What follows belongs to an exercise in optimizing a design on an open flow for small area, a short achievable clock period and few clock cycles per item; a production flow would make more cautious choices. Where RTL was checked, it was by simulation tests only, not by an equivalence proof against the original. For runs 1 and 4 to 6, only the layout was checked, not whether the RTL still works.

<file path="flow/design.v">
module rs72_gf_mul (
    input  wire [7:0] a,
    input  wire [7:0] b,
    output wire [7:0] p
);
    reg [7:0] acc;
    reg [7:0] sh;
    integer i;
    always @* begin
        acc = 8'h00;
        sh  = a;
        for (i = 0; i < 8; i = i + 1) begin
            acc = acc ^ (sh & {8{b[i]}});
            sh  = {sh[6:0], 1'b0} ^ (sh[7] ? 8'h1D : 8'h00);
        end
    end
    assign p = acc;
endmodule
module rs72_gf_inv (
    input  wire [7:0] x,
    output wire [7:0] y
);
    function [3:0] m16(input [3:0] a, input [3:0] b);
        reg [6:0] r;
        begin
            r = ({7{b[0]}} & {3'b0, a}) ^ ({7{b[1]}} & {2'b0, a, 1'b0}) ^
                ({7{b[2]}} & {1'b0, a, 2'b0}) ^ ({7{b[3]}} & {a, 3'b0});
            m16 = r[3:0] ^ {2'b00, r[4], r[4]} ^ {1'b0, r[5], r[5], 1'b0} ^ {r[6], r[6], 2'b00};
        end
    endfunction
    function [3:0] i16(input [3:0] a);
        case (a)
            4'h0: i16 = 4'h0; 4'h1: i16 = 4'h1; 4'h2: i16 = 4'h9; 4'h3: i16 = 4'hE;
            4'h4: i16 = 4'hD; 4'h5: i16 = 4'hB; 4'h6: i16 = 4'h7; 4'h7: i16 = 4'h6;
            4'h8: i16 = 4'hF; 4'h9: i16 = 4'h2; 4'hA: i16 = 4'hC; 4'hB: i16 = 4'h5;
            4'hC: i16 = 4'hA; 4'hD: i16 = 4'h4; 4'hE: i16 = 4'h3; 4'hF: i16 = 4'h8;
        endcase
    endfunction
    wire [7:0] c = ({8{x[0]}} & 8'h01) ^ ({8{x[1]}} & 8'h23) ^ ({8{x[2]}} & 8'h43) ^
                   ({8{x[3]}} & 8'h29) ^ ({8{x[4]}} & 8'h3E) ^ ({8{x[5]}} & 8'hC4) ^
                   ({8{x[6]}} & 8'h4B) ^ ({8{x[7]}} & 8'h12);
    wire [3:0] ah = c[7:4];
    wire [3:0] al = c[3:0];
    wire [3:0] d  = m16(m16(ah, ah), 4'h8) ^ m16(ah, al) ^ m16(al, al);
    wire [3:0] di = i16(d);
    wire [3:0] rh = m16(ah, di);
    wire [3:0] rl = m16(ah ^ al, di);
    assign y = ({8{rl[0]}} & 8'h01) ^ ({8{rl[1]}} & 8'h4E) ^ ({8{rl[2]}} & 8'h99) ^
               ({8{rl[3]}} & 8'h44) ^ ({8{rh[0]}} & 8'hCE) ^ ({8{rh[1]}} & 8'h4D) ^
               ({8{rh[2]}} & 8'h4B) ^ ({8{rh[3]}} & 8'hF2);
endmodule
module rs72_decoder (
    input  wire        clk,
    input  wire        rst,
    input  wire        in_valid,
    output wire        in_ready,
    input  wire [7:0]  in_sym,
    input  wire        in_erase,
    output wire        out_valid,
    input  wire        out_ready,
    output wire        out_fail,
    output wire [2:0]  out_count,
    output wire [27:0] out_pos,
    output wire [31:0] out_mag,
    output wire [3:0]  out_loc
);
    localparam [7:0] ALPHA_71 = 8'hBC;    
    function [7:0] gmul(input [7:0] a, input [7:0] b);
        reg [7:0] acc;
        reg [7:0] sh;
        integer i;
        begin
            acc = 8'h00;
            sh  = a;
            for (i = 0; i < 8; i = i + 1) begin
                acc = acc ^ (sh & {8{b[i]}});
                sh  = {sh[6:0], 1'b0} ^ (sh[7] ? 8'h1D : 8'h00);
            end
            gmul = acc;
        end
    endfunction
    reg       in_ready_r;
    reg       v_r;
    reg [7:0] sym_r;
    reg       era_r;
    reg       rst_r;             
    always @(posedge clk) begin
        rst_r <= rst;
        sym_r <= in_sym;
        era_r <= in_erase;
        v_r   <= in_valid & in_ready_r & ~rst;
    end
    assign in_ready = in_ready_r;
    reg [7:0] xl;                
    reg [7:0] s1 [0:3];
    reg [2:0] ecnt;              
    reg [7:0] ex1 [0:3];
    wire       s1_last = (xl == 8'h01);
    wire [7:0] h0 = s1[0] ^ sym_r;
    wire [7:0] h1 = gmul(s1[1], 8'h02) ^ sym_r;
    wire [7:0] h2 = gmul(s1[2], 8'h04) ^ sym_r;
    wire [7:0] h3 = gmul(s1[3], 8'h08) ^ sym_r;
    wire [7:0] xl_step = gmul(xl, 8'h8E);
    wire       hand12 = v_r & s1_last;
    wire [2:0] e_fin = (era_r && ecnt < 3'd5) ? ecnt + 3'd1 : ecnt;
    always @(posedge clk) begin
        if (rst_r) begin
            xl   <= ALPHA_71;
            ecnt <= 3'd0;
            s1[0] <= 8'h00; s1[1] <= 8'h00; s1[2] <= 8'h00; s1[3] <= 8'h00;
        end else if (v_r) begin
            if (s1_last) begin
                xl   <= ALPHA_71;
                ecnt <= 3'd0;
                s1[0] <= 8'h00; s1[1] <= 8'h00; s1[2] <= 8'h00; s1[3] <= 8'h00;
            end else begin
                xl   <= xl_step;
                s1[0] <= h0; s1[1] <= h1; s1[2] <= h2; s1[3] <= h3;
                if (era_r) begin
                    if (ecnt < 3'd4) ex1[ecnt[1:0]] <= xl;
                    if (ecnt < 3'd5) ecnt <= ecnt + 3'd1;
                end
            end
        end
    end
    localparam [5:0] PC_PRE = 6'd7,  PC_SIG0 = 6'd8, PC_SIG1 = 6'd14,
                     PC_FLG = 6'd16, PC_LAM  = 6'd17, PC_OM = 6'd25,
                     PC_DEC = 6'd32;
    reg        s2_busy;          
    reg        s2_done;          
    reg        s2_fail;
    reg        s2_clean;
    reg  [5:0] pc;
    reg  [2:0] e2;               
    reg  [2:0] nq;               
    reg  [2:0] len2;             
    reg  [7:0] t  [0:3];         
    reg  [7:0] g  [1:4];         
    reg  [7:0] exq [0:3];        
    reg  [7:0] sg [0:2];         
    reg  [1:0] m1sel;
    reg  [3:0] m2sel;
    reg  [2:0] dsel;
    reg        acc;
    reg        we;
    always @* begin
        m1sel = 2'd0; m2sel = 4'd0; dsel = 3'd0; acc = 1'b0; we = 1'b1;
        case (pc)
        6'd0:  begin m1sel = 2'd0; m2sel = 4'd2; dsel = 3'd3; acc = 1'b1; end  
        6'd1:  begin m1sel = 2'd0; m2sel = 4'd1; dsel = 3'd2; acc = 1'b1; end  
        6'd2:  begin m1sel = 2'd0; m2sel = 4'd0; dsel = 3'd1; acc = 1'b1; end  
        6'd3:  begin m1sel = 2'd0; m2sel = 4'd6; dsel = 3'd7; acc = 1'b1; end  
        6'd4:  begin m1sel = 2'd0; m2sel = 4'd5; dsel = 3'd6; acc = 1'b1; end  
        6'd5:  begin m1sel = 2'd0; m2sel = 4'd4; dsel = 3'd5; acc = 1'b1; end  
        6'd6:  begin m1sel = 2'd0; m2sel = 4'd8; dsel = 3'd4; acc = 1'b1; end  
        6'd8:  begin m1sel = 2'd1; m2sel = 4'd2; dsel = 3'd4; acc = 1'b0; end  
        6'd9:  begin m1sel = 2'd2; m2sel = 4'd1; dsel = 3'd4; acc = 1'b1; end  
        6'd10: begin m1sel = 2'd1; m2sel = 4'd3; dsel = 3'd5; acc = 1'b0; end  
        6'd11: begin m1sel = 2'd2; m2sel = 4'd2; dsel = 3'd5; acc = 1'b1; end  
        6'd12: begin m1sel = 2'd2; m2sel = 4'd3; dsel = 3'd6; acc = 1'b0; end  
        6'd13: begin m1sel = 2'd3; m2sel = 4'd2; dsel = 3'd6; acc = 1'b1; end  
        6'd14: begin m1sel = 2'd1; m2sel = 4'd3; dsel = 3'd6; acc = 1'b0; end  
        6'd15: begin m1sel = 2'd2; m2sel = 4'd2; dsel = 3'd6; acc = 1'b1; end  
        6'd17: begin m1sel = 2'd1; m2sel = 4'd7; dsel = 3'd7; acc = 1'b0; end  
        6'd18: begin m1sel = 2'd2; m2sel = 4'd6; dsel = 3'd7; acc = 1'b1; end  
        6'd19: begin m1sel = 2'd1; m2sel = 4'd6; dsel = 3'd6; acc = 1'b0; end  
        6'd20: begin m1sel = 2'd2; m2sel = 4'd5; dsel = 3'd6; acc = 1'b1; end  
        6'd21: begin m1sel = 2'd1; m2sel = 4'd5; dsel = 3'd5; acc = 1'b0; end  
        6'd22: begin m1sel = 2'd2; m2sel = 4'd4; dsel = 3'd5; acc = 1'b1; end  
        6'd23: begin m1sel = 2'd1; m2sel = 4'd4; dsel = 3'd4; acc = 1'b0; end  
        6'd24: begin m1sel = 2'd2; m2sel = 4'd8; dsel = 3'd4; acc = 1'b1; end  
        6'd25: begin m1sel = 2'd1; m2sel = 4'd3; dsel = 3'd3; acc = 1'b0; end  
        6'd26: begin m1sel = 2'd2; m2sel = 4'd2; dsel = 3'd3; acc = 1'b1; end  
        6'd27: begin m1sel = 2'd1; m2sel = 4'd2; dsel = 3'd2; acc = 1'b0; end  
        6'd28: begin m1sel = 2'd2; m2sel = 4'd1; dsel = 3'd2; acc = 1'b1; end  
        6'd29: begin m1sel = 2'd1; m2sel = 4'd1; dsel = 3'd1; acc = 1'b0; end  
        6'd30: begin m1sel = 2'd2; m2sel = 4'd0; dsel = 3'd1; acc = 1'b1; end  
        6'd31: begin m1sel = 2'd1; m2sel = 4'd0; dsel = 3'd0; acc = 1'b0; end  
        default: we = 1'b0;
        endcase
    end
    reg [7:0] m1, m2;
    always @* begin
        case (m1sel)
        2'd0: m1 = exq[0];
        2'd1: m1 = sg[0];
        2'd2: m1 = sg[1];
        default: m1 = sg[2];
        endcase
        case (m2sel)
        4'd0: m2 = t[0];
        4'd1: m2 = t[1];
        4'd2: m2 = t[2];
        4'd3: m2 = t[3];
        4'd4: m2 = g[1];
        4'd5: m2 = g[2];
        4'd6: m2 = g[3];
        4'd7: m2 = g[4];
        default: m2 = 8'h01;
        endcase
    end
    wire [7:0] prod;
    rs72_gf_mul u_mul (.a(m1), .b(m2), .p(prod));
    reg [7:0] dcur;
    always @* begin
        case (dsel)
        3'd0: dcur = t[0];
        3'd1: dcur = t[1];
        3'd2: dcur = t[2];
        3'd3: dcur = t[3];
        3'd4: dcur = g[1];
        3'd5: dcur = g[2];
        3'd6: dcur = g[3];
        default: dcur = g[4];
        endcase
    end
    wire [7:0] dnew = (acc ? dcur : 8'h00) ^ prod;
    reg tz0, tz1, tz2, tz3, sz0, sz1, gz1, gz2, gz3;
    always @(posedge clk) begin
        tz0 <= (t[0] == 8'h00);
        tz1 <= (t[1] == 8'h00);
        tz2 <= (t[2] == 8'h00);
        tz3 <= (t[3] == 8'h00);
        sz0 <= (sg[0] == 8'h00);
        sz1 <= (sg[1] == 8'h00);
        gz1 <= (g[1] == 8'h00);
        gz2 <= (g[2] == 8'h00);
        gz3 <= (g[3] == 8'h00);
    end
    wire clean = tz0 & tz1 & tz2 & tz3;
    reg  [1:0] dec_l;
    reg        dec_ok;
    always @* begin
        dec_l  = 2'd0;
        dec_ok = 1'b1;
        case (e2)
        3'd0: begin
            if (!sz0 && gz1 && gz2) begin dec_l = 2'd1; dec_ok = !sz1; end
            else if (!gz1)          begin dec_l = 2'd2; dec_ok = !gz3; end
            else                    dec_ok = 1'b0;
        end
        3'd1: begin
            if (tz1 && tz2 && tz3)  dec_l = 2'd0;
            else if (!sz0 && gz3)   begin dec_l = 2'd1; dec_ok = !sz1; end
            else                    dec_ok = 1'b0;
        end
        3'd2: begin
            if (tz2 && tz3)         dec_l = 2'd0;
            else if (!tz2)          begin dec_l = 2'd1; dec_ok = !tz3; end
            else                    dec_ok = 1'b0;
        end
        3'd3: dec_ok = tz3;
        default: dec_l = 2'd0;
        endcase
    end
    wire hand23;
    wire s2_busy_n = hand12 | (s2_busy & ~hand23);
    wire s2_run = s2_busy & ~s2_done;
    wire s2_fin = s2_run & (pc == 6'd31 ||
                  (pc == PC_DEC && (clean || !dec_ok || dec_l == 2'd0)));
    always @(posedge clk) begin
        if (rst) begin
            s2_busy <= 1'b0;
            s2_done <= 1'b0;
        end else begin
            s2_busy <= s2_busy_n;
            if (hand12)      s2_done <= (e_fin > 3'd4);
            else if (hand23) s2_done <= 1'b0;
            else if (s2_fin) s2_done <= 1'b1;
        end
    end
    integer k;
    always @(posedge clk) begin
        begin
            if (hand12) begin
                s2_fail  <= (e_fin > 3'd4);
                s2_clean <= 1'b0;
                e2   <= e_fin;
                nq   <= e_fin;
                len2 <= e_fin;
                pc   <= (e_fin == 3'd0) ? PC_PRE : 6'd0;
                t[0] <= h0; t[1] <= h1; t[2] <= h2; t[3] <= h3;
                for (k = 1; k <= 4; k = k + 1) g[k] <= 8'h00;
                for (k = 0; k < 4; k = k + 1)
                    exq[k] <= (era_r && ecnt == k) ? xl : ex1[k];
            end else if (s2_run) begin
                if (we) begin
                    case (dsel)
                    3'd0: t[0] <= dnew;
                    3'd1: t[1] <= dnew;
                    3'd2: t[2] <= dnew;
                    3'd3: t[3] <= dnew;
                    3'd4: g[1] <= dnew;
                    3'd5: g[2] <= dnew;
                    3'd6: g[3] <= dnew;
                    default: g[4] <= dnew;
                    endcase
                end
                case (pc)
                6'd6: begin
                    exq[0] <= exq[1]; exq[1] <= exq[2]; exq[2] <= exq[3];
                    nq <= nq - 3'd1;
                    pc <= (nq == 3'd1) ? PC_PRE : 6'd0;
                end
                PC_PRE: begin
                    case (e2)
                    3'd0: begin sg[0] <= t[0]; sg[1] <= t[1]; sg[2] <= t[2]; end
                    3'd1: begin sg[0] <= t[1]; sg[1] <= t[2]; sg[2] <= t[3]; end
                    default: begin sg[0] <= t[2]; sg[1] <= t[3]; sg[2] <= 8'h00; end
                    endcase
                    pc <= (e2 == 3'd0) ? PC_SIG0 : (e2 == 3'd1) ? PC_SIG1 : PC_FLG;
                end
                6'd13, 6'd15: pc <= PC_FLG;
                PC_FLG: pc <= PC_DEC;
                PC_DEC: begin
                    len2 <= e2 + {1'b0, dec_l};
                    if (e2 <= 3'd1) begin g[3] <= 8'h00; g[4] <= 8'h00; end
                    if (e2 == 3'd0) begin
                        if (dec_l == 2'd2) begin
                            g[1] <= g[2]; g[2] <= g[3];
                            sg[0] <= g[1]; sg[1] <= g[2]; sg[2] <= g[3];
                        end else begin
                            g[1] <= 8'h00; g[2] <= 8'h00;
                            sg[2] <= 8'h00;
                        end
                    end else if (dec_l == 2'd0) begin
                        sg[0] <= 8'h01; sg[1] <= 8'h00; sg[2] <= 8'h00;
                    end else begin
                        sg[2] <= 8'h00;
                    end
                    if (clean || !dec_ok || dec_l == 2'd0) begin
                        s2_clean <= clean;
                        s2_fail  <= !clean && !dec_ok;
                    end
                    pc <= (dec_l == 2'd2) ? PC_OM : PC_LAM;
                end
                6'd31: ;
                default: pc <= pc + 6'd1;
                endcase
            end
        end
    end
    reg        c_act;
    reg  [6:0] idx;
    reg  [2:0] rcnt;
    reg  [2:0] len3;
    reg  [7:0] c_s0;             
    reg  [7:0] c_s1;             
    reg        c_e0;             
    reg  [7:0] c_l [1:4];        
    reg  [7:0] c_w [0:3];        
    reg        o_valid;
    reg        o_fail;
    reg  [2:0] o_count;
    reg  [6:0] o_pos [0:3];
    reg  [7:0] o_mag [0:3];
    reg  [3:0] o_loc;
    wire s3_free = ~c_act & ~p_act & ~q_act & ~o_valid;
    assign hand23 = s2_done & s3_free;
    wire [7:0] lam_val = c_s0 ^ c_l[1] ^ c_l[2] ^ c_l[3] ^ c_l[4];
    wire [7:0] sig_val = c_s0 ^ c_s1;
    wire [7:0] om_val  = c_w[0] ^ c_w[1] ^ c_w[2] ^ c_w[3];
    wire       is_root = (lam_val == 8'h00);
    wire [2:0] rcnt_n = rcnt + {2'b00, is_root};
    wire       c_last = (idx == 7'd2);
    reg        p_act, p_put, p_loc;
    reg  [7:0] p_den, p_om;
    reg        q_act, q_put, q_loc;
    reg  [7:0] q_inv, q_om;
    wire [7:0] den_inv;
    rs72_gf_inv u_inv (.x(p_den), .y(den_inv));
    always @(posedge clk) begin
        p_put <= is_root & (om_val != 8'h00);
        p_loc <= c_e0 | (sig_val == 8'h00);
        p_den <= c_l[1] ^ c_l[3];
        p_om  <= om_val;
        q_put <= p_act & p_put;
        q_loc <= p_loc;
        q_inv <= den_inv;
        q_om  <= p_om;
    end
    wire [7:0] yval;
    rs72_gf_mul u_y (.a(q_om), .b(q_inv), .p(yval));
    wire       c_end = q_act & ~p_act;
    wire       c_bad = (rcnt != len3);
    wire       s3_run = c_act | p_act | q_act;
    always @(posedge clk) begin
        if (rst) begin
            c_act   <= 1'b0;
            p_act   <= 1'b0;
            q_act   <= 1'b0;
            o_valid <= 1'b0;
        end else begin
            p_act <= c_act;
            q_act <= p_act;
            if (hand23) begin
                c_act   <= ~(s2_clean | s2_fail);
                o_valid <= s2_clean | s2_fail;
            end else begin
                if (c_act && c_last) c_act <= 1'b0;
                if (c_end) o_valid <= 1'b1;
                else if (out_ready) o_valid <= 1'b0;
            end
        end
    end
    always @(posedge clk) begin
        if (hand23) begin
            o_fail  <= s2_fail;
            o_count <= 3'd0;
            o_loc   <= 4'd0;
            for (k = 0; k < 4; k = k + 1) begin
                o_pos[k] <= 7'd0;
                o_mag[k] <= 8'h00;
            end
            idx   <= 7'd73;
            rcnt  <= 3'd0;
            len3  <= len2;
            c_s0  <= sg[0];
            c_s1  <= sg[1];
            c_e0  <= (e2 == 3'd0);
            for (k = 1; k <= 4; k = k + 1) c_l[k] <= g[k];
            for (k = 0; k < 4; k = k + 1) c_w[k] <= (k < len2) ? t[k] : 8'h00;
        end else if (s3_run) begin
            c_s1   <= gmul(c_s1,   8'h8E);
            c_l[1] <= gmul(c_l[1], 8'h8E);
            c_l[2] <= gmul(c_l[2], 8'h47);
            c_l[3] <= gmul(c_l[3], 8'hAD);
            c_l[4] <= gmul(c_l[4], 8'hD8);
            c_w[1] <= gmul(c_w[1], 8'h8E);
            c_w[2] <= gmul(c_w[2], 8'h47);
            c_w[3] <= gmul(c_w[3], 8'hAD);
            idx    <= idx - 7'd1;
            if (c_act) rcnt <= rcnt_n;
            if (c_end) o_fail <= c_bad;
            if (c_end && c_bad) begin
                o_count <= 3'd0;
                o_loc   <= 4'd0;
                for (k = 0; k < 4; k = k + 1) begin
                    o_pos[k] <= 7'd0;
                    o_mag[k] <= 8'h00;
                end
            end else if (q_put) begin
                o_count  <= o_count + 3'd1;
                o_loc    <= {o_loc[2:0], q_loc};
                o_pos[0] <= idx;
                o_mag[0] <= yval;
                for (k = 1; k < 4; k = k + 1) begin
                    o_pos[k] <= o_pos[k-1];
                    o_mag[k] <= o_mag[k-1];
                end
            end
        end
    end
    wire [7:0] xl_n = rst_r ? ALPHA_71 : (v_r ? (s1_last ? ALPHA_71 : xl_step) : xl);
    wire       near_end_n = (xl_n == 8'h02) | (xl_n == 8'h01);
    always @(posedge clk)
        in_ready_r <= rst | ~s2_busy_n | ~near_end_n;
    assign out_valid = o_valid;
    assign out_fail  = o_fail;
    assign out_count = o_count;
    assign out_pos   = {o_pos[3], o_pos[2], o_pos[1], o_pos[0]};
    assign out_mag   = {o_mag[3], o_mag[2], o_mag[1], o_mag[0]};
    assign out_loc   = o_loc;
endmodule
</file>
<file path="flow/run.sh">
#!/bin/bash
# synth_recipe.tcl (not shown) runs the flow's synth.tcl, then flattens the netlist and writes it again
# the make line also repeats each setting of config.mk as NAME=value (left out here)
make -C /OpenROAD-flow-scripts/flow DESIGN_CONFIG=/design/flow/config.mk WORK_HOME=/design/flow/orfs CLKGATE_MAP_FILE= SYNTH_SCRIPT=/design/flow/synth_recipe.tcl finish
</file>
<file path="flow/config.mk">
export PLATFORM = sky130hd
export DESIGN_NAME = rs72_decoder
export DESIGN_NICKNAME = rs72_decoder
export VERILOG_FILES = /design/flow/design.v
export SDC_FILE = /design/flow/constraint.sdc
export NUM_CORES = 4
export LEC_CHECK = 0
export CAP_MARGIN = 20
export CORE_MARGIN = 2
export CORE_UTILIZATION = 40
export SLEW_MARGIN = 20
</file>
<file path="flow/constraint.sdc">
create_clock -name core_clock -period 25.0 [get_ports {clk}]
set_input_delay 5.0000 -clock core_clock [delete_from_list [all_inputs] [get_ports {clk}]]
set_output_delay 5.0000 -clock core_clock [all_outputs]
set_load 0.01 [all_outputs]
</file>
==> results of run 1 <==
## final cells by class
class                      instances  area, um2  share of cell area [%]
multi-input combinational       2024      13100                    46.8
sequential                       437      11000                    39.1
clock buffer                      55       1240                    4.41
tap                              837       1050                    3.73
timing repair buffer             111       1040                    3.70
clock inverter                    33        430                    1.53
inverter                          54        205                   0.731
## stage by stage
step | setup WS [ns] | cell area (um2) | instances
after floorplan | 18.96 | 25000 | 2694
after global placement | 18.00 | 26400 | 3463
after detailed placement | 18.04 | 26400 | 3463
after CTS | 18.43 | 28000 | 3551
after global routing | 18.40 | 28100 | 3551
final | 18.46 | 28100 | 3551
## Yosys cell counts (20+ instances only)
cell	count
nand2_1	427
a21oi_1	162
edfxtp_1	221
o21ai_0	169
clkbuf_1	131
a22o_1	20
inv_1	52
xor2_1	102
mux2i_1	78
buf_2	21
nor3_1	33
ha_1	35
xnor2_1	271
nand3_1	129
dfxtp_1	216
a22oi_1	45
or4_1	21
nor2_1	203
buf_1	20
nand2b_1	21
## worst max-delay path by stage
stage	endpoint	start	cells after the start	slack, ns
floorplan	in_ready_r$_DFF_P_	rst	4	18.96
global placement	in_ready_r$_DFF_P_	rst	5	18.00
detailed placement	in_ready_r$_DFF_P_	rst	5	18.04
CTS	out_count[0]	o_count[0]$_SDFFE_PP0P_	1	18.43
global route	out_count[0]	o_count[0]$_SDFFE_PP0P_	1	18.40
finish	out_mag[2]	o_mag[0][2]$_SDFFE_PP0P_	1	18.46
## flip-flops by register name, summed over array words and instances, names as in the netlist, 4 cells and up
name / count
g: 32
o_pos: 28
p_om: 8
c_l: 32
c_s0: 8
sg: 24
p_den: 8
ex1: 32
pc: 6
c_s1: 8
o_loc: 4
exq: 32
q_om: 8
o_mag: 32
c_w: 32
s1: 32
idx: 7
xl: 8
sym_r: 8
t: 32
q_inv: 8
## per-layer routing
layer | share of wire (%) | GRT usage, % | wire (um)
met2 | 45 | 35.0 | 32800
met3 | 7.5 | 3.07 | 5470
met1 | 43 | 31.0 | 31600
met5 | 0 | 0 | 0
met4 | 4.1 | 9.11 | 3000
## logic make-up after synthesis
logic type      count (synthesis)  synth area share (%)
mux                           105                  4.66
compound gates                547                  13.8
xor+xnor                      404                  15.6
fa+ha+maj                      36                  1.83
buf+inv                       233                  3.73
simple gates                  932                  16.6
flops                         437                  43.9
==> summary.txt, run 1 <==
Top cells by area, synth = edfxtp_1, dfxtp_1, xnor2_1
Syn Std Cell Area = 0.0250 mm2
Post-CTS Setup Bufs = 0
Fillers = 5883
Starting Density = 40.5%
WP data required = 20.00 ns
Root Buffer Master = clkbuf_16
Worst relative slew slack = 29.9%
# Max-Cap Violations = 0
Clock Pin Slew Worst Setup and Hold Paths = 0.06 ns
# setup viols final = 0
CTS Sinks = 437
Slew @ Worst Pin = 1.05 ns
RD Place Congestion = 0.932
CTS tree = yes
Grt ovf = 0
CTS buffer count = 47
Commonest non-fill, non-tap cell in the layout = nand2_1
Largest area contributor in the netlist = edfxtp_1
Max-slew violations = 0
Clock buffer depth = 3
Hold buffers post-CTS = 0
CP cell instances = clkdlybuf4s50_1
CP delay by family, top = buffers and inverters
Post-Syn Instances = 2694
Pin count of the biggest net entering global routing = 105
Die height = 254 um
Clock Skew = 0.0270 ns
Primary FF master, synth = edfxtp_1
Class of the worst hold path = flop to flop
Slack of the worst reg-to-reg path = 19.04 ns
Cell Rows = 91
Post-route ant nets = 0
EDFF count, synth = 221
Yosys cell types = 91
Crit path capture type = output pin
Slowest cell on the critical path = clkdlybuf4s50_1
IO Port Bufs = 82
Critical Path Source Type = flop
I/O pin cnt = 83
R2r endpoint = q_inv[3]$_DFF_P_
Fraction of layout cells with a size suffix above 1 = 6.96%
Hold Slack = 0.326 ns
Core Util, Final = 45.5%
Min Tclk post-route = 6.54 ns
Die Area = 0.0645 mm2
DP HPWL = 50900 um
Worst hold stages = 0
Antenna cells = 0
FF-to-FF path depth = 20
Buffers and inverters on the worst path = 1
Fmax = 153 MHz
Total GRT Usage = 22.3%
Async SR Flop Fraction = 0%
Number of synthesized register bits = 437
Most frequent cells in the layout = nand2_1, xnor2_1, edfxtp_1, dfxtp_1, nor2_1
Die Width = 254 um
Via density = 5.65
Core area = 0.0617 mm2
Resized Gates After CTS = 0
First-pass GRT wire length = 112000 um
Routed len/inst = 20.5 um
Detailed-route via count = 20100
Endpoints failing hold = 0
Layout net count = 2724
Area delta synth->final = 12.3%
RSZ-0062 raised after global routing = false
Hold Crit Start = p_om[5]$_DFF_P_
WHS Endpoint = q_om[5]$_DFF_P_
Reg2reg start = p_den[6]$_DFF_P_
CP Data Arrival Time = 1.54 ns
Drt pass-1 iters = 6
Initial antenna violation count = 6
H-Tree Depth = 2
Post-synth top area share = 26.6%
Drt total wl = 72900 um
Iteration-0 DRC Markers = 2166
Synth warn = 12
Vias in the first global route = 19200
Crit Path Max Fanout = 3
Post-Syn Nets = 2743
Setup CP Type = flop to output pin
Post-synthesis area per instance = 9.28 um2
Post-synthesis sequential area ratio = 43.9%
Fin crit share = 26.1%
Clock latency (worst-skew pair) = 0.61 ns
Outcome = timing/DRC/antenna clean
DRC Markers = 0
Final TNS setup = 0 ns
Crit-path max cell delay = 0.57 ns
==> run 2, diff against run 1 <==
--- a/flow/design.v
+++ b/flow/design.v
@@ -456,3 +456,3 @@
     always @(posedge clk)
-        in_ready_r <= rst | ~s2_busy_n | ~near_end_n;
+        in_ready_r <= rst_r | ~s2_busy_n | ~near_end_n;
     assign out_valid = o_valid;
==> flow/flow/run.sh (new file) <==
#!/bin/bash
# Standard layout, with port buffers of type buf_4 instead of the default choice.
set -euo pipefail
bash standard.sh "BUFFER_PORTS_ARGS=-buffer_cell sky130_fd_sc_hd__buf_4" finish > standard_flow.log 2>&1
==> flow/standard.sh (new file) <==
#!/bin/bash
# synth_recipe.tcl (not shown) runs the flow's synth.tcl, then flattens the netlist and writes it again
# the make line also repeats each setting of config.mk as NAME=value (left out here)
make -C /OpenROAD-flow-scripts/flow DESIGN_CONFIG=/design/flow/config.mk WORK_HOME=/design/flow/orfs CLKGATE_MAP_FILE= SYNTH_SCRIPT=/design/flow/synth_recipe.tcl "${@:-finish}"
removed: flow/run.sh
==> run 2 against run 1 <==
Compared with the run above:
- still clean on timing, DRC and antenna
- first-iteration DRC count down 2.7%
- routed wire length fell by 1.7%
- via count shrank 2.0%
- clock-buffer cell count is 5 higher
- critical endpoint is now out_pos[13]
- largest cell class unchanged
==> summary.txt, run 2 <==
Post-Synth XOR/XNOR Area = 15.9%
Post-route ant nets = 0
Fmax = 163 MHz
Clock buffer depth = 3
Reg2reg start = p_den[4]$_DFF_P_
CP delay by family, top = flip-flops
Async SR Flop Fraction = 0%
Primary FF master, synth = edfxtp_1
Buffers and inverters on the worst path = 1
Slowest cell on the critical path = dfxtp_1
Grt ovf = 0
Fraction of layout cells with a size suffix above 1 = 10.2%
Drt pass-1 iters = 6
Crit path capture type = output pin
Post-Syn Instances = 2657
Area of the multi-input gates = 0.0131 mm2
Clock Skew = 0.0277 ns
IO Port Bufs = 82
Pin count of the biggest net entering global routing = 102
Antenna cells = 0
Number of synthesized register bits = 437
CTS buffer count = 47
# Max-Cap Violations = 0
CTS tree = yes
Most frequent cell after synthesis = nand2_1
# setup viols final = 0
DRC Markers = 0
Crit Path Max Fanout = 3
Top cells by area, synth = edfxtp_1, dfxtp_1, xnor2_1
Worst setup startpoint = o_pos[1][6]$_SDFFE_PP0P_
Post-CTS Setup Bufs = 0
Die Area = 0.0643 mm2
DP HPWL = 50100 um
Largest area contributor in the netlist = edfxtp_1
Met2 wire length = 31500 um
Layout net count = 2683
CTS Sinks = 437
I/O pin cnt = 83
Max-slew violations = 0
WP data required = 20.00 ns
Yosys cell types = 94
Endpoints failing hold = 0
Synth cell count leaders = nand2_1, xnor2_1, nor2_1
Most frequent cells in the layout = nand2_1, xnor2_1, nor2_1, edfxtp_1, dfxtp_1
Post-synthesis area per instance = 9.38 um2
Slew @ Worst Pin = 1.07 ns
Class of the worst hold path = flop to flop
RSZ-0062 raised after global routing = false
Critical Path Source Type = flop
Crit-path max cell delay = 0.39 ns
M1 wire length = 31000 um
Post-Syn Nets = 2706
Setup CP Type = flop to output pin
Drt total wl = 71700 um
Root Buffer Master = clkbuf_16
Final TNS setup = 0 ns
Clock Pin Slew Worst Setup and Hold Paths = 0.06 ns
Synth Area in Compound Gates = 12.9%
Routed len/inst = 20.4 um
Starting Density = 40.4%
DR WL met3 = 6110 um
Commonest non-fill, non-tap cell in the layout = nand2_1
Post-synthesis sequential area ratio = 44.0%
Resized Gates After CTS = 0
Synth Area in Adders = 1.84%
Via density = 5.60
CP Data Arrival Time = 1.13 ns
Syn Std Cell Area = 0.0249 mm2
Post-Synth Simple-Gate Area = 16.0%
Total GRT Usage = 22.0%
Die height = 254 um
Vias in the first global route = 18800
Uppermost layer routed = met4
Detailed-route via count = 19700
Cell Rows = 91
First-pass GRT wire length = 111000 um
H-Tree Depth = 2
Synth warn = 12
Hold buffers post-CTS = 0
Fin crit share = 24.5%
Initial antenna violation count = 1
Iteration-0 DRC Markers = 2107
Hold Crit Start = p_om[4]$_DFF_P_
Min Tclk post-route = 6.13 ns
Worst relative slew slack = 28.7%
RD Place Congestion = 0.994
Clock latency (worst-skew pair) = 0.60 ns
Fillers = 5873
Outcome = timing/DRC/antenna clean
CP cell instances = buf_4
Die Width = 254 um
EDFF count, synth = 221
Area delta synth->final = 11.5%
Core area = 0.0617 mm2
Post-synth top area share = 26.6%
Mux contribution to synthesized area = 5.78%
Largest family of logic cells by synthesized area = simple AND/OR/NAND/NOR gates
FF/Latch Area = 0.0110 mm2
[run 2: per-layer routing]
layer	up-vias	GRT usage (%)
met5	-	0
met4	0	8.77
met3	183	4.22
met2	807	34.0
met1	9457	30.5
li1	9211	-
[run 2: final cells by class]
| cell class | instances | area share [%] |
|---|---|---|
| timing repair buffer | 109 | 2.94 |
| multi-input combinational | 1993 | 47.2 |
| clock buffer | 60 | 4.89 |
| clock inverter | 28 | 1.16 |
| sequential | 437 | 39.4 |
| tap | 837 | 3.77 |
| inverter | 46 | 0.639 |
[run 2: per-stage QoR]
step,cell area [um2],instances,worst slack [ns],hold slack (ns),utilization [%]
2_1_floorplan,24900,2657,19.61,0.310,-
3_3_place_gp,26100,3421,19.32,0.313,42.3
3_5_place_dp,26100,3421,19.16,0.312,42.3
4_1_cts,27800,3509,18.83,0.326,45.0
5_1_grt,27800,3510,18.82,0.332,45.1
6_report,27800,3510,18.87,0.324,45.1
[run 2: kinds of logic (layout without fill, tap and decap cells)]
| logic type | Yosys count | after routing |
|---|---|---|
| AO/OA/AOI/OAI | 508 | 508 |
| multiplexers | 130 | 130 |
| AND/OR/NAND/NOR | 910 | 910 |
| XOR/XNOR | 409 | 409 |
| flip-flops | 437 | 437 |
| adder cells (fa/ha/maj) | 36 | 36 |
| buffers and inverters | 227 | 243 |
[run 2: final timing paths]
kind / endpoint / slack [ns] / depth (start not counted)
setup / recovery: out_pos[13] / 18.87 / 1
hold reg to reg: q_om[4]$_DFF_P_ / 0.32 / 0
hold / removal: q_om[4]$_DFF_P_ / 0.32 / 0
setup reg to reg: q_inv[6]$_DFF_P_ / 19.27 / 17
Testbench counts of run 2, summed over its fixed seeds: cycles 231,119, words 3,200.
==> run 3, diff against run 2 <==
==> flow/run.sh (new file) <==
#!/bin/bash
# synth_recipe.tcl (not shown) runs the flow's synth.tcl, then flattens the netlist and writes it again
# the make line also repeats each setting of config.mk as NAME=value (left out here)
make -C /OpenROAD-flow-scripts/flow DESIGN_CONFIG=/design/flow/config.mk WORK_HOME=/design/flow/orfs CLKGATE_MAP_FILE= SYNTH_SCRIPT=/design/flow/synth_recipe.tcl finish
removed: flow/flow/run.sh
removed: flow/standard.sh
==> run 3 against run 2 <==
Compared with the run above:
- still clean
- design area is 0.74% higher
- die area did not move
- critical path depth did not move
- non-clock buffer count shrank 1
- via count shrank 0.45%
- clock-buffer cell count is 7 lower
- critical endpoint is now out_count[0]
- largest cell class unchanged
- highest routed layer is now met5
==> summary.txt, run 3 <==
Most frequent cells in the layout = nand2_1, xnor2_1, nor2_1, edfxtp_1, dfxtp_1
Resized Gates After CTS = 0
Crit path capture type = output pin
Largest area contributor in the netlist = edfxtp_1
Post-synthesis area per instance = 9.38 um2
Grt ovf = 0
Hold buffers post-CTS = 0
Final TNS setup = 0 ns
Yosys cell types = 94
Post-synthesis sequential area ratio = 44.0%
Async SR Flop Fraction = 0%
Most frequent cell after synthesis = nand2_1
Post-Syn Instances = 2657
Die height = 254 um
Setup CP Type = flop to output pin
Iteration-0 DRC Markers = 2031
Post-synth top area share = 26.6%
RSZ-0062 raised after global routing = false
Primary FF master, synth = edfxtp_1
Post-CTS Setup Bufs = 0
Fin crit share = 26.2%
Clock Skew = 0.0302 ns
Pin count of the biggest net entering global routing = 92
CP cell instances = clkdlybuf4s50_1
Synth cell count leaders = nand2_1, xnor2_1, nor2_1
Detailed-route via count = 19600
H-Tree Depth = 2
Slowest cell on the critical path = clkdlybuf4s50_1
Drt total wl = 71600 um
Fraction of layout cells with a size suffix above 1 = 6.89%
Commonest non-fill, non-tap cell in the layout = nand2_1
Clock latency (worst-skew pair) = 0.61 ns
Critical Path Source Type = flop
CTS tree = yes
CTS Sinks = 437
Post-route ant nets = 0
First-pass GRT wire length = 111000 um
Syn Std Cell Area = 0.0249 mm2
DRC Markers = 0
I/O pin cnt = 83
Starting Density = 40.4%
Buffers and inverters on the worst path = 1
Die Area = 0.0643 mm2
Die Width = 254 um
Class of the worst hold path = flop to flop
Min Tclk post-route = 6.55 ns
Post-Syn Nets = 2706
Core area = 0.0617 mm2
Cell Rows = 91
CTS buffer count = 46
Fillers = 5946
Root Buffer Master = clkbuf_16
Max-slew violations = 0
Endpoints failing hold = 0
Clock Pin Slew Worst Setup and Hold Paths = 0.06 ns
Crit-path max cell delay = 0.58 ns
CP Data Arrival Time = 1.55 ns
EDFF count, synth = 221
IO Port Bufs = 82
Initial antenna violation count = 1
Worst relative slew slack = 27.8%
Fmax = 153 MHz
Drt pass-1 iters = 6
CP delay by family, top = buffers and inverters
Area delta synth->final = 12.4%
Via density = 5.58
Slew @ Worst Pin = 1.08 ns
Routed len/inst = 20.4 um
Crit Path Max Fanout = 3
Layout net count = 2681
Number of synthesized register bits = 437
Total GRT Usage = 22.0%
Synth warn = 12
WP data required = 20.00 ns
RD Place Congestion = 0.969
Clock buffer depth = 3
# Max-Cap Violations = 0
# setup viols final = 0
Outcome = timing/DRC/antenna clean
DP HPWL = 50300 um
Top cells by area, synth = edfxtp_1, dfxtp_1, xnor2_1
Vias in the first global route = 18600
Antenna cells = 0
run 3: kinds of logic after synthesis:
logic type | after synthesis | synth area share (%)
and+or+nand+nor | 910 | 16.0
AOI/OAI and AO/OA | 508 | 12.9
DFF | 437 | 44.0
xor gates and xnor gates | 409 | 15.9
buffers and inverters | 227 | 3.64
muxes | 130 | 5.78
adders and majority gates | 36 | 1.84
run 3: layer usage:
metal	routed length, um	up-vias	track usage [%]
met5	13	-	0
met1	30600	9424	30.0
met4	2720	2	8.74
met2	32600	775	34.7
li1	-	9199	-
met3	5650	170	3.85
run 3: metrics by stage:
stage                     instance area [um2]  setup WS, ns  hold WS (ns)  cells  utilization [%]
final                                   28000         18.45         0.328   3507             45.4
after global routing                    28000         18.36         0.332   3507             45.4
after CTS                               28000         18.41         0.328   3507             45.4
after detailed placement                26300         19.02         0.313   3421             42.6
after global placement                  26300         19.04         0.314   3421             42.6
after floorplan                         24900         19.61         0.310   2657                -
run 3: layout make-up:
cell class	instances	area, um2	area share, %
clock inverters	33	450	1.61
well taps	837	1050	3.74
clock buffers	53	1250	4.47
multi-input cells	1993	13100	46.8
repair buffers	108	1020	3.63
inverters	46	178	0.634
flip-flops and latches	437	11000	39.1
run 3: final timing paths:
kind | from | end | slack [ns] | depth (start not counted)
max | o_count[0]$_SDFFE_PP0P_ | out_count[0] | 18.45 | 1
min | p_om[6]$_DFF_P_ | q_om[6]$_DFF_P_ | 0.33 | 0
max reg2reg | pc[3]$_SDFFCE_PP0P_ | t[0][3]$_DFFE_PP_ | 19.18 | 13
min reg2reg | p_om[6]$_DFF_P_ | q_om[6]$_DFF_P_ | 0.33 | 0
==> run 4, diff against run 3 <==
--- a/flow/design.v
+++ b/flow/design.v
@@ -126,3 +126,3 @@
     localparam [5:0] PC_PRE = 6'd7,  PC_SIG0 = 6'd8, PC_SIG1 = 6'd14,
-                     PC_FLG = 6'd16, PC_LAM  = 6'd17, PC_OM = 6'd25,
+                     PC_LAM  = 6'd17, PC_OM = 6'd25,
                      PC_DEC = 6'd32;
@@ -139,3 +139,3 @@
     reg  [7:0] exq [0:3];        
-    reg  [7:0] sg [0:2];         
+    reg  [7:0] sg [0:1];         
     reg  [1:0] m1sel;
@@ -160,3 +160,3 @@
         6'd12: begin m1sel = 2'd2; m2sel = 4'd3; dsel = 3'd6; acc = 1'b0; end  
-        6'd13: begin m1sel = 2'd3; m2sel = 4'd2; dsel = 3'd6; acc = 1'b1; end  
+        6'd13: begin m1sel = 2'd0; m2sel = 4'd2; dsel = 3'd6; acc = 1'b1; end  
         6'd14: begin m1sel = 2'd1; m2sel = 4'd3; dsel = 3'd6; acc = 1'b0; end  
@@ -186,4 +186,3 @@
         2'd1: m1 = sg[0];
-        2'd2: m1 = sg[1];
-        default: m1 = sg[2];
+        default: m1 = sg[1];
         endcase
@@ -217,14 +216,11 @@
     wire [7:0] dnew = (acc ? dcur : 8'h00) ^ prod;
-    reg tz0, tz1, tz2, tz3, sz0, sz1, gz1, gz2, gz3;
-    always @(posedge clk) begin
-        tz0 <= (t[0] == 8'h00);
-        tz1 <= (t[1] == 8'h00);
-        tz2 <= (t[2] == 8'h00);
-        tz3 <= (t[3] == 8'h00);
-        sz0 <= (sg[0] == 8'h00);
-        sz1 <= (sg[1] == 8'h00);
-        gz1 <= (g[1] == 8'h00);
-        gz2 <= (g[2] == 8'h00);
-        gz3 <= (g[3] == 8'h00);
-    end
+    wire tz0 = (t[0] == 8'h00);
+    wire tz1 = (t[1] == 8'h00);
+    wire tz2 = (t[2] == 8'h00);
+    wire tz3 = (t[3] == 8'h00);
+    wire sz0 = (sg[0] == 8'h00);
+    wire sz1 = (sg[1] == 8'h00);
+    wire gz1 = (g[1] == 8'h00);
+    wire gz2 = (g[2] == 8'h00);
+    wire gz3 = (g[3] == 8'h00);
     wire clean = tz0 & tz1 & tz2 & tz3;
@@ -306,10 +302,9 @@
                     case (e2)
-                    3'd0: begin sg[0] <= t[0]; sg[1] <= t[1]; sg[2] <= t[2]; end
-                    3'd1: begin sg[0] <= t[1]; sg[1] <= t[2]; sg[2] <= t[3]; end
-                    default: begin sg[0] <= t[2]; sg[1] <= t[3]; sg[2] <= 8'h00; end
+                    3'd0: begin sg[0] <= t[0]; sg[1] <= t[1]; exq[0] <= t[2]; end
+                    3'd1: begin sg[0] <= t[1]; sg[1] <= t[2]; end
+                    default: begin sg[0] <= t[2]; sg[1] <= t[3]; end
                     endcase
-                    pc <= (e2 == 3'd0) ? PC_SIG0 : (e2 == 3'd1) ? PC_SIG1 : PC_FLG;
+                    pc <= (e2 == 3'd0) ? PC_SIG0 : (e2 == 3'd1) ? PC_SIG1 : PC_DEC;
                 end
-                6'd13, 6'd15: pc <= PC_FLG;
-                PC_FLG: pc <= PC_DEC;
+                6'd13, 6'd15: pc <= PC_DEC;
                 PC_DEC: begin
@@ -320,11 +315,8 @@
                             g[1] <= g[2]; g[2] <= g[3];
-                            sg[0] <= g[1]; sg[1] <= g[2]; sg[2] <= g[3];
+                            sg[0] <= g[1]; sg[1] <= g[2];
                         end else begin
                             g[1] <= 8'h00; g[2] <= 8'h00;
-                            sg[2] <= 8'h00;
                         end
                     end else if (dec_l == 2'd0) begin
-                        sg[0] <= 8'h01; sg[1] <= 8'h00; sg[2] <= 8'h00;
-                    end else begin
-                        sg[2] <= 8'h00;
+                        sg[0] <= 8'h01; sg[1] <= 8'h00;
                     end
==> flow/flow/run.sh (new file) <==
#!/bin/bash
# Standard layout, with port buffers of type buf_4 instead of the default choice.
set -euo pipefail
bash standard.sh "BUFFER_PORTS_ARGS=-buffer_cell sky130_fd_sc_hd__buf_4" finish > standard_flow.log 2>&1
==> flow/standard.sh (new file) <==
#!/bin/bash
# synth_recipe.tcl (not shown) runs the flow's synth.tcl, then flattens the netlist and writes it again
# the make line also repeats each setting of config.mk as NAME=value (left out here)
make -C /OpenROAD-flow-scripts/flow DESIGN_CONFIG=/design/flow/config.mk WORK_HOME=/design/flow/orfs CLKGATE_MAP_FILE= SYNTH_SCRIPT=/design/flow/synth_recipe.tcl "${@:-finish}"
removed: flow/run.sh
==> run 4 against run 3 <==
Compared with the run above:
- highest routed layer is now met4
- design area down 3.9%
- first-iteration DRC count down 1.7%
- setup slack better by 0.43 ns
- non-clock buffer count unchanged
- critical path type unchanged
- still clean on timing, DRC and antenna
- via count down 2.3%
- sequential share of layout area about the same
- critical endpoint unchanged
- synthesized cell count down 1.9%
- area after synthesis down 2.9%
- cell count down 2.9%
- largest cell class unchanged
==> summary.txt, run 4 <==
Critical Path Source Type = flop
Cell Rows = 90
Total GRT Usage = 22.6%
Commonest non-fill, non-tap cell in the layout = nand2_1
Root Buffer Master = clkbuf_16
RSZ-0062 raised after global routing = false
Hold Slack = 0.326 ns
Fmax = 163 MHz
Post-Syn Nets = 2654
Slowest cell on the critical path = dfxtp_1
Outcome = timing/DRC/antenna clean
WP data required = 20.00 ns
Top cells by area, synth = edfxtp_1, dfxtp_1, xnor2_1
Primary FF master, synth = edfxtp_1
Clock Pin Slew Worst Setup and Hold Paths = 0.06 ns
Slack of the worst reg-to-reg path = 19.24 ns
Reg2reg start = p_den[6]$_DFF_P_
CP delay by family, top = flip-flops
CTS Sinks = 420
Core area = 0.0601 mm2
Syn Std Cell Area = 0.0242 mm2
Iteration-0 DRC Markers = 1996
Post-CTS Setup Bufs = 0
Via density = 5.62
Yosys cell types = 92
Worst setup startpoint = o_count[0]$_SDFFE_PP0P_
Drt pass-1 iters = 6
Worst relative slew slack = 26.2%
H-Tree Depth = 2
FF-to-FF path depth = 17
R2r endpoint = q_inv[6]$_DFF_P_
Clock Skew = 0.0237 ns
Fraction of layout cells with a size suffix above 1 = 10.1%
Vias in the first global route = 18600
CTS tree = yes
Post-route ant nets = 0
Routed len/inst = 21.2 um
Endpoints failing hold = 0
Crit-path max cell delay = 0.37 ns
Initial antenna violation count = 0
Clock buffer depth = 3
Number of synthesized register bits = 420
Hold buffers post-CTS = 0
# setup viols final = 0
Crit path capture type = output pin
Pin count of the biggest net entering global routing = 107
Fin crit share = 24.5%
RD Place Congestion = 1.01
Buffers and inverters on the worst path = 1
I/O pin cnt = 83
# Max-Cap Violations = 0
Detailed-route via count = 19100
Die Area = 0.0625 mm2
Die Width = 250 um
Post-synth top area share = 26.4%
Layout net count = 2631
Drt total wl = 72300 um
Starting Density = 40.3%
Synth warn = 12
Largest area contributor in the netlist = edfxtp_1
DP Worst Slack = 19.23 ns
Post-synthesis sequential area ratio = 43.5%
First-pass GRT wire length = 111000 um
Post-synthesis area per instance = 9.29 um2
Class of the worst hold path = flop to flop
Max-slew violations = 0
Min Tclk post-route = 6.12 ns
Area delta synth->final = 11.2%
Post-Syn Instances = 2607
Async SR Flop Fraction = 0%
Grt ovf = 0
Fillers = 5804
Most frequent cell after synthesis = nand2_1
Most frequent cells in the layout = nand2_1, xnor2_1, edfxtp_1, dfxtp_1, nor2_1
Antenna cells = 0
CTS buffer count = 47
Worst hold stages = 0
Die height = 250 um
CP Data Arrival Time = 1.12 ns
DP HPWL = 50800 um
DRC Markers = 0
Crit Path Max Fanout = 3
Clock latency (worst-skew pair) = 0.59 ns
Resized Gates After CTS = 0
CP cell instances = buf_4
Synth cell count leaders = nand2_1, xnor2_1, edfxtp_1
Final worst setup slack = 18.88 ns
Crit path to = out_count[0]
Slew @ Worst Pin = 1.11 ns
IO Port Bufs = 82
Final TNS setup = 0 ns
EDFF count, synth = 213
Setup CP Type = flop to output pin
Worst path depth = 1
[run 4: changes by cell type in the layout (fill, tap and decap cells not counted), moves of 18 or more]
cell	change
nand2_1	-19
o21ai_0	-36
clkdlybuf4s50_1	-82
a21oi_1	+18
nor2_1	-25
buf_4	+81
mux2i_1	-27
[run 4: area by class of cell]
type	count	area (um2)	area share, %
clock inverter	22	245	0.911
inverter	41	156	0.581
clock buffer	65	1350	5.01
sequential	420	10500	39.1
tap	782	978	3.63
multi-input combinational	1966	12800	47.7
timing repair buffer	108	815	3.02
[run 4: how the worst min path moves through the flow]
stage                      endpoint  slack [ns]             from
floorplan             q_loc$_DFF_P_        0.31    p_loc$_DFF_P_
global placement      q_loc$_DFF_P_        0.32    p_loc$_DFF_P_
detailed placement  q_om[5]$_DFF_P_        0.31  p_om[5]$_DFF_P_
CTS                   q_loc$_DFF_P_        0.33    p_loc$_DFF_P_
global route        q_om[1]$_DFF_P_        0.33  p_om[1]$_DFF_P_
finish                q_loc$_DFF_P_        0.33    p_loc$_DFF_P_
[run 4: per-stage QoR]
| step | util, % | cells | instance area, um2 |
|---|---|---|---|
| after floorplan | - | 2607 | 24200 |
| after global placement | 42.1 | 3316 | 25300 |
| after detailed placement | 42.1 | 3316 | 25300 |
| after CTS | 44.7 | 3403 | 26900 |
| after global routing | 44.8 | 3404 | 26900 |
| final | 44.8 | 3404 | 26900 |
[run 4: cells by family after synthesis]
family,count (synthesis),share of synthesized area [%]
AND/OR/NAND/NOR,899,16.5
multiplexers,99,4.53
adder cells (fa/ha/maj),35,1.83
AO/OA/AOI/OAI,523,14.0
XOR/XNOR,410,16.0
buffers and inverters,221,3.65
flip-flops,420,43.5
[run 4: layer usage]
metal / vias to the layer above / GRT usage, % / wire length [um]
met5: - / 0 / 0
met4: 0 / 9.87 / 3040
met3: 181 / 3.63 / 4800
met2: 685 / 37.2 / 33900
met1: 9199 / 29.5 / 30600
li1: 9060 / - / -
==> run 5, diff against run 4 <==
==> flow/flow/run.sh (replaced) <==
#!/bin/bash
# Standard layout, with port buffers of type buf_2 instead of the default choice.
set -euo pipefail
bash standard.sh "BUFFER_PORTS_ARGS=-buffer_cell sky130_fd_sc_hd__buf_2" finish > standard_flow.log 2>&1
--- a/flow/config.mk
+++ b/flow/config.mk
@@ -9,3 +9,5 @@
 export CORE_MARGIN = 2
-export CORE_UTILIZATION = 40
+export CORE_UTILIZATION = 55
+export CTS_BUF_LIST = sky130_fd_sc_hd__clkbuf_8
+export CTS_CLUSTER_SIZE = 30
 export SLEW_MARGIN = 20
==> run 5 against run 4 <==
Compared with the run above:
- still clean
- critical path depth is the same
- flip-flop and latch count is the same
- register-to-register slack improved by 0.04 ns
- cell count decreased by 4.4%
- worst hold slack lost 0.0016 ns
- routed wire length is 1.1% lower
- die area is 27% lower
- via count grew 1.1%
- synthesized cell count unchanged
- setup slack got worse by 0.087 ns
- largest cell class unchanged
- highest routed layer unchanged
==> summary.txt, run 5 <==
Via density = 5.94
Die Area = 0.0457 mm2
Most frequent cell after synthesis = nand2_1
Final TNS setup = 0 ns
Drt total wl = 71500 um
Reg2reg start = p_den[1]$_DFF_P_
Area delta synth->final = 8.83%
Die height = 214 um
Die Width = 214 um
Post-synthesis area per instance = 9.29 um2
Post-synthesis sequential area ratio = 43.5%
H-Tree Depth = 3
Drt pass-1 iters = 10
Worst hold stages = 0
Most frequent cells in the layout = nand2_1, xnor2_1, edfxtp_1, dfxtp_1, nor2_1
IO Port Bufs = 82
RSZ-0062 raised after global routing = false
Crit-path max cell delay = 0.39 ns
Largest family of logic cells by synthesized area = simple AND/OR/NAND/NOR gates
Crit Path Max Fanout = 3
First-pass GRT wire length = 109000 um
Setup CP Type = flop to output pin
Synth Area in Adders = 1.83%
Class of the worst hold path = flop to flop
Met2 wire length = 34300 um
Endpoints failing hold = 0
EDFF count, synth = 213
DRC Markers = 0
Critical Path Source Type = flop
Hold Crit Start = p_om[4]$_DFF_P_
Layout net count = 2660
Uppermost layer routed = met4
Fmax = 161 MHz
CP delay by family, top = flip-flops
CTS tree = yes
M1 wire length = 28800 um
Routed len/inst = 22.0 um
Initial antenna violation count = 0
Max-slew violations = 0
Clock latency (worst-skew pair) = 0.67 ns
WP data required = 20.00 ns
Clock Pin Slew Worst Setup and Hold Paths = 0.06 ns
Number of synthesized register bits = 420
CP cell instances = buf_2
CTS Sinks = 420
I/O pin cnt = 83
# Max-Cap Violations = 0
Pin count of the biggest net entering global routing = 102
Starting Density = 56.0%
Top cells by area, synth = edfxtp_1, dfxtp_1, xnor2_1
Slew @ Worst Pin = 1.06 ns
Resized Gates After CTS = 0
Vias in the first global route = 18800
Slack of the worst reg-to-reg path = 19.28 ns
Root Buffer Master = clkbuf_8
RD Place Congestion = 1.04
Core Util, Final = 60.9%
Post-Syn Nets = 2654
Cell Rows = 76
DP HPWL = 50400 um
WHS Endpoint = q_om[4]$_DFF_P_
Detailed-route via count = 19300
Antenna cells = 0
Iteration-0 DRC Markers = 1894
Clock buffer depth = 3
DR WL met3 = 5070 um
Synth warn = 12
Worst relative slew slack = 29.4%
Min Tclk post-route = 6.20 ns
Yosys cell types = 92
Slowest cell on the critical path = dfxtp_1
Outcome = timing/DRC/antenna clean
Commonest non-fill, non-tap cell in the layout = nand2_1
Core area = 0.0433 mm2
CTS buffer count = 73
Clock Skew = 0.0384 ns
CP Data Arrival Time = 1.20 ns
Syn Std Cell Area = 0.0242 mm2
# setup viols final = 0
Post-Synth XOR/XNOR Area = 16.0%
Mux contribution to synthesized area = 4.53%
FF-to-FF path depth = 16
Fin crit share = 24.8%
Fraction of layout cells with a size suffix above 1 = 10.5%
Async SR Flop Fraction = 0%
Worst path depth = 1
Primary FF master, synth = edfxtp_1
Total GRT Usage = 31.4%
R2r endpoint = q_inv[6]$_DFF_P_
Crit path capture type = output pin
Post-CTS Setup Bufs = 0
Buffers and inverters on the worst path = 1
Post-route ant nets = 0
Post-Synth Simple-Gate Area = 16.5%
Synth cell count leaders = nand2_1, xnor2_1, edfxtp_1
Hold buffers post-CTS = 0
Grt ovf = 0
Post-Syn Instances = 2607
Largest area contributor in the netlist = edfxtp_1
Post-synth top area share = 26.4%
Synth Area in Compound Gates = 14.0%
run 5: kinds of logic after synthesis:
| family | Yosys count |
|---|---|
| and+or+nand+nor | 899 |
| AOI/OAI and AO/OA | 523 |
| adders and majority gates | 35 |
| muxes | 99 |
| buffers and inverters | 221 |
| xor gates and xnor gates | 410 |
| DFF | 420 |
run 5: metrics by stage:
step / area [um2] / hold WS (ns) / setup slack, ns / std cells
after floorplan: 24200 / 0.310 / 19.61 / 2607
after global placement: 24900 / 0.314 / 19.40 / 3122
after detailed placement: 24900 / 0.312 / 19.30 / 3122
after CTS: 26300 / 0.325 / 18.75 / 3254
after global routing: 26300 / 0.327 / 18.73 / 3255
final: 26300 / 0.325 / 18.80 / 3255
run 5: per-layer routing:
layer | up-vias | track usage [%]
met1 | 9269 | 38.6
met3 | 198 | 6.44
met2 | 733 | 53.1
li1 | 9137 | -
met4 | 0 | 14.6
met5 | - | 0
run 5: worst max-delay path by stage:
| stage | slack (ns) | end | startpoint |
|---|---|---|---|
| 5_1_grt | 18.73 | out_pos[20] | o_pos[2][6]$_SDFFE_PP0P_ |
| 3_3_place_gp | 19.40 | q_inv[6]$_DFF_P_ | p_den[1]$_DFF_P_ |
| 4_1_cts | 18.75 | out_fail | o_fail$_DFFE_PP_ |
| 2_1_floorplan | 19.61 | out_fail | o_fail$_DFFE_PP_ |
| 6_report | 18.80 | out_pos[20] | o_pos[2][6]$_SDFFE_PP0P_ |
| 3_5_place_dp | 19.30 | q_inv[6]$_DFF_P_ | p_den[1]$_DFF_P_ |
run 5: worst register-to-register path, delay by kind of cell, from the launching register on:
family / cells / cell delay [ns]
simple gates: 2 / 0.26
flops: 1 / 0.67
buf+inv: 1 / 0.14
xor+xnor: 9 / 3.33
fa+ha+maj: 2 / 0.52
mux: 2 / 0.68
run 5: final cells by class:
class / instances / area, um2
Fill cell: 3814 / 16900
Multi-Input combinational cell: 1966 / 12800
Sequential cell: 420 / 10500
Clock buffer: 80 / 1100
Tap cell: 585 / 732
Timing Repair Buffer: 111 / 641
Clock inverter: 52 / 328
Inverter: 41 / 156
==> run 6, diff against run 5 <==
--- a/flow/design.v
+++ b/flow/design.v
@@ -201,3 +201,3 @@
     wire [7:0] prod;
-    rs72_gf_mul u_mul (.a(m1), .b(m2), .p(prod));
+    reg        q_act, q_put, q_loc;
     reg [7:0] dcur;
@@ -253,3 +253,3 @@
     wire s2_busy_n = hand12 | (s2_busy & ~hand23);
-    wire s2_run = s2_busy & ~s2_done;
+    wire s2_run = s2_busy & ~s2_done & ~q_put;
     wire s2_fin = s2_run & (pc == 6'd31 ||
@@ -359,3 +359,2 @@
     reg  [7:0] p_den, p_om;
-    reg        q_act, q_put, q_loc;
     reg  [7:0] q_inv, q_om;
@@ -373,4 +372,4 @@
     end
-    wire [7:0] yval;
-    rs72_gf_mul u_y (.a(q_om), .b(q_inv), .p(yval));
+    rs72_gf_mul u_mul (.a(q_put ? q_om : m1), .b(q_put ? q_inv : m2), .p(prod));
+    wire [7:0] yval = prod;
     wire       c_end = q_act & ~p_act;
@@ -414,3 +413,3 @@
             for (k = 0; k < 4; k = k + 1) c_w[k] <= (k < len2) ? t[k] : 8'h00;
-        end else if (s3_run) begin
+        end else begin
             c_s1   <= gmul(c_s1,   8'h8E);
==> flow/flow/run.sh (replaced) <==
#!/bin/bash
# Standard layout, with port buffers of type buf_4 and timing repair aimed at
# 19 ns of setup slack (the SDC and its clock period are unchanged).
set -euo pipefail
bash standard.sh "BUFFER_PORTS_ARGS=-buffer_cell sky130_fd_sc_hd__buf_4" "SETUP_SLACK_MARGIN=19" finish > standard_flow.log 2>&1
--- a/flow/config.mk
+++ b/flow/config.mk
@@ -9,5 +9,3 @@
 export CORE_MARGIN = 2
-export CORE_UTILIZATION = 55
-export CTS_BUF_LIST = sky130_fd_sc_hd__clkbuf_8
-export CTS_CLUSTER_SIZE = 30
+export CORE_UTILIZATION = 40
 export SLEW_MARGIN = 20
==> run 6 against run 5 <==
Compared with the run above:
- still clean
- die area is 29% higher
- clock-buffer cell count is 16 lower
- clock skew is 0.014 ns lower
- non-clock buffer count is 55 higher
- flip-flop and latch count stayed put
==> summary.txt, run 6 <==
Clock Skew = 0.0239 ns
Final worst setup slack = 18.92 ns
EDFF count, synth = 149
Primary FF master, synth = dfxtp_1
CP Data Arrival Time = 1.08 ns
Met2 Use GR = 37.4%
Fillers = 5313
DP HPWL = 49800 um
Detailed-route via count = 18700
Buffers and inverters on the worst path = 1
Worst hold stages = 0
Top cells by area, synth = dfxtp_1, edfxtp_1, xnor2_1
Mux contribution to synthesized area = 6.62%
Syn Std Cell Area = 0.0228 mm2
Post-synth top area share = 23.8%
Class of the worst hold path = flop to flop
Drt total wl = 70800 um
Reg2reg start = pc[4]$_SDFFCE_PP0P_
Clock latency (worst-skew pair) = 0.59 ns
Total GRT Usage = 23.6%
Drt pass-1 iters = 6
Vias in the first global route = 18200
CP delay by family, top = flip-flops
CP cell instances = buf_6
Die Area = 0.0588 mm2
Pin count of the biggest net entering global routing = 94
Initial antenna violation count = 2
Die Width = 243 um
Crit Path Max Fanout = 1
Async SR Flop Fraction = 0%
Most frequent cell after synthesis = nor2_1
CTS buffer count = 45
Worst relative slew slack = 24.5%
Root Buffer Master = clkbuf_16
Synth warn = 12
Outcome = timing/DRC/antenna clean
Crit-path max cell delay = 0.38 ns
Final instance count without filler cells = 3292
DRC Markers = 0
Min Tclk post-route = 6.08 ns
Worst path depth = 1
Slew @ Worst Pin = 1.13 ns
CTS Sinks = 420
I/O pin cnt = 83
Post-synthesis sequential area ratio = 43.5%
Crit path to = out_fail
Worst setup startpoint = o_fail$_DFFE_PP_
R2r endpoint = t[3][4]$_DFFE_PP_
# Max-Cap Violations = 0
Post-Synth XOR/XNOR Area = 14.4%
Fin crit share = 24.3%
Routed len/inst = 21.5 um
Clock buffer depth = 3
Cell Rows = 87
Critical Path Source Type = flop
Max-slew violations = 0
# setup viols final = 0
Area delta synth->final = 15.1%
Layout net count = 2549
Core Util, Final = 46.5%
M3 GR Usage = 4.82%
Final TNS setup = 0 ns
Post-synthesis area per instance = 9.31 um2
Post-route ant nets = 0
Most frequent cells in the layout = nor2_1, nand2_1, xnor2_1, dfxtp_1, edfxtp_1
Post-Syn Nets = 2492
Starting Density = 40.4%
Slowest cell on the critical path = edfxtp_1
Crit path capture type = output pin
Synth Area in Adders = 1.95%
Core area = 0.0563 mm2
H-Tree Depth = 2
Post-Synth Simple-Gate Area = 16.0%
FF-to-FF path depth = 14
Number of synthesized register bits = 420
Via density = 5.68
RD Place Congestion = 1.01
Iteration-0 DRC Markers = 1650
Clock Pin Slew Worst Setup and Hold Paths = 0.06 ns
Endpoints failing hold = 0
GRT busiest layer = met2
DP Worst Slack = 18.86 ns
Commonest non-fill, non-tap cell in the layout = nor2_1
CTS tree = yes
Synth Area in Compound Gates = 13.9%
Hold buffers post-CTS = 0
Setup CP Type = flop to output pin
IO Port Bufs = 82
Fraction of layout cells with a size suffix above 1 = 14.7%
Die height = 243 um
Placed insts = 3156
Grt met1 use = 30.9%
Largest area contributor in the netlist = dfxtp_1
Post-Syn Instances = 2445
Yosys cell types = 86
Slack of the worst reg-to-reg path = 19.28 ns
Grt ovf = 0
RSZ-0062 raised after global routing = true
WP data required = 20.00 ns
Synth cell count leaders = nor2_1, nand2_1, dfxtp_1
First-pass GRT wire length = 109000 um
Largest family of logic cells by synthesized area = simple AND/OR/NAND/NOR gates
Antenna cells = 0
Fmax = 164 MHz
## run 6: repair_timing
item / 4_1_cts / 5_1_grt
gates resized for setup: 142 / 6
endpoints found under the setup margin: 73 / 87
hold endpoints to repair: 0 / 0
pin swaps: 0 / 0
buffers inserted: 50 / 5
## run 6: worst min path at each step
| stage | start | slack [ns] | endpoint |
|---|---|---|---|
| 6_report | p_om[7]$_DFF_P_ | 0.33 | q_om[7]$_DFF_P_ |
| 5_1_grt | p_om[7]$_DFF_P_ | 0.33 | q_om[7]$_DFF_P_ |
| 4_1_cts | p_om[7]$_DFF_P_ | 0.33 | q_om[7]$_DFF_P_ |
| 3_5_place_dp | p_om[7]$_DFF_P_ | 0.31 | q_om[7]$_DFF_P_ |
| 3_3_place_gp | p_om[7]$_DFF_P_ | 0.31 | q_om[7]$_DFF_P_ |
| 2_1_floorplan | p_loc$_DFF_P_ | 0.31 | q_loc$_DFF_P_ |
## run 6: cells by family after synthesis
| kind of cell | Yosys count |
|---|---|
| xor gates and xnor gates | 327 |
| adders and majority gates | 35 |
| buffers and inverters | 200 |
| AOI/OAI and AO/OA | 497 |
| muxes | 146 |
| and+or+nand+nor | 820 |
| DFF | 420 |
## run 6: layout make-up
| cell class | instances | area (um2) | share of cell area, % |
|---|---|---|---|
| multi-input combinational | 1825 | 12100 | 46.3 |
| sequential | 420 | 10000 | 38.2 |
| timing repair buffer | 166 | 1510 | 5.76 |
| clock buffer | 64 | 1310 | 5.00 |
| tap | 756 | 946 | 3.61 |
| inverter | 44 | 165 | 0.631 |
| clock inverter | 17 | 141 | 0.540 |
## run 6: routing by layer
layer	vias to the layer above	part of all wire, %
met5	-	0.018
li1	8709	-
met4	2	4.7
met1	8984	42
met2	803	45
met3	191	7.9
## run 6: stage by stage
| step | cell area [um2] | hold slack (ns) |
|---|---|---|
| floorplan | 22800 | 0.310 |
| global placement | 23900 | 0.312 |
| detailed placement | 23900 | 0.312 |
| CTS | 26100 | 0.326 |
| global route | 26200 | 0.333 |
| finish | 26200 | 0.326 |

==> port drivers added, routing unchanged <==
In the flow no input, the clock included, has a driving cell. The finished layouts below were timed again as built, in two steps. Step 1 assumes that a clkbuf_16 drives the clock port and a buf_2 every other input. Step 2 moves the port delays by t, midway between the first and last clock arrival at a register: inputs arrive t later, outputs are due t later. That takes back most of the time a late clock gives input paths. Slacks: ideal / step 1 / step 2; pairs: ideal / step 1.
| run | t, ns | slack for setup (ns) | worst setup path at the end |
|---|---|---|---|
| run 1 | 0.653 | 18.464 / 18.406 / 18.026 | input to register |
| run 2 | 0.648 | 18.872 / 18.813 / 19.266 | register to register |
| run 3 | 0.653 | 18.449 / 18.390 / 19.005 | input to register |
| run 4 | 0.639 | 18.883 / 18.825 / 19.240 | register to register |
| run 5 | 0.707 | 18.796 / 18.741 / 19.282 | register to register |
| run 6 | 0.636 | 18.915 / 18.856 / 19.276 | register to register |
After both steps every run listed still meets setup and hold. For run 1, which loses most, drivers alone change the setup slack by -0.058 ns; drivers and shift together by -0.438 ns.
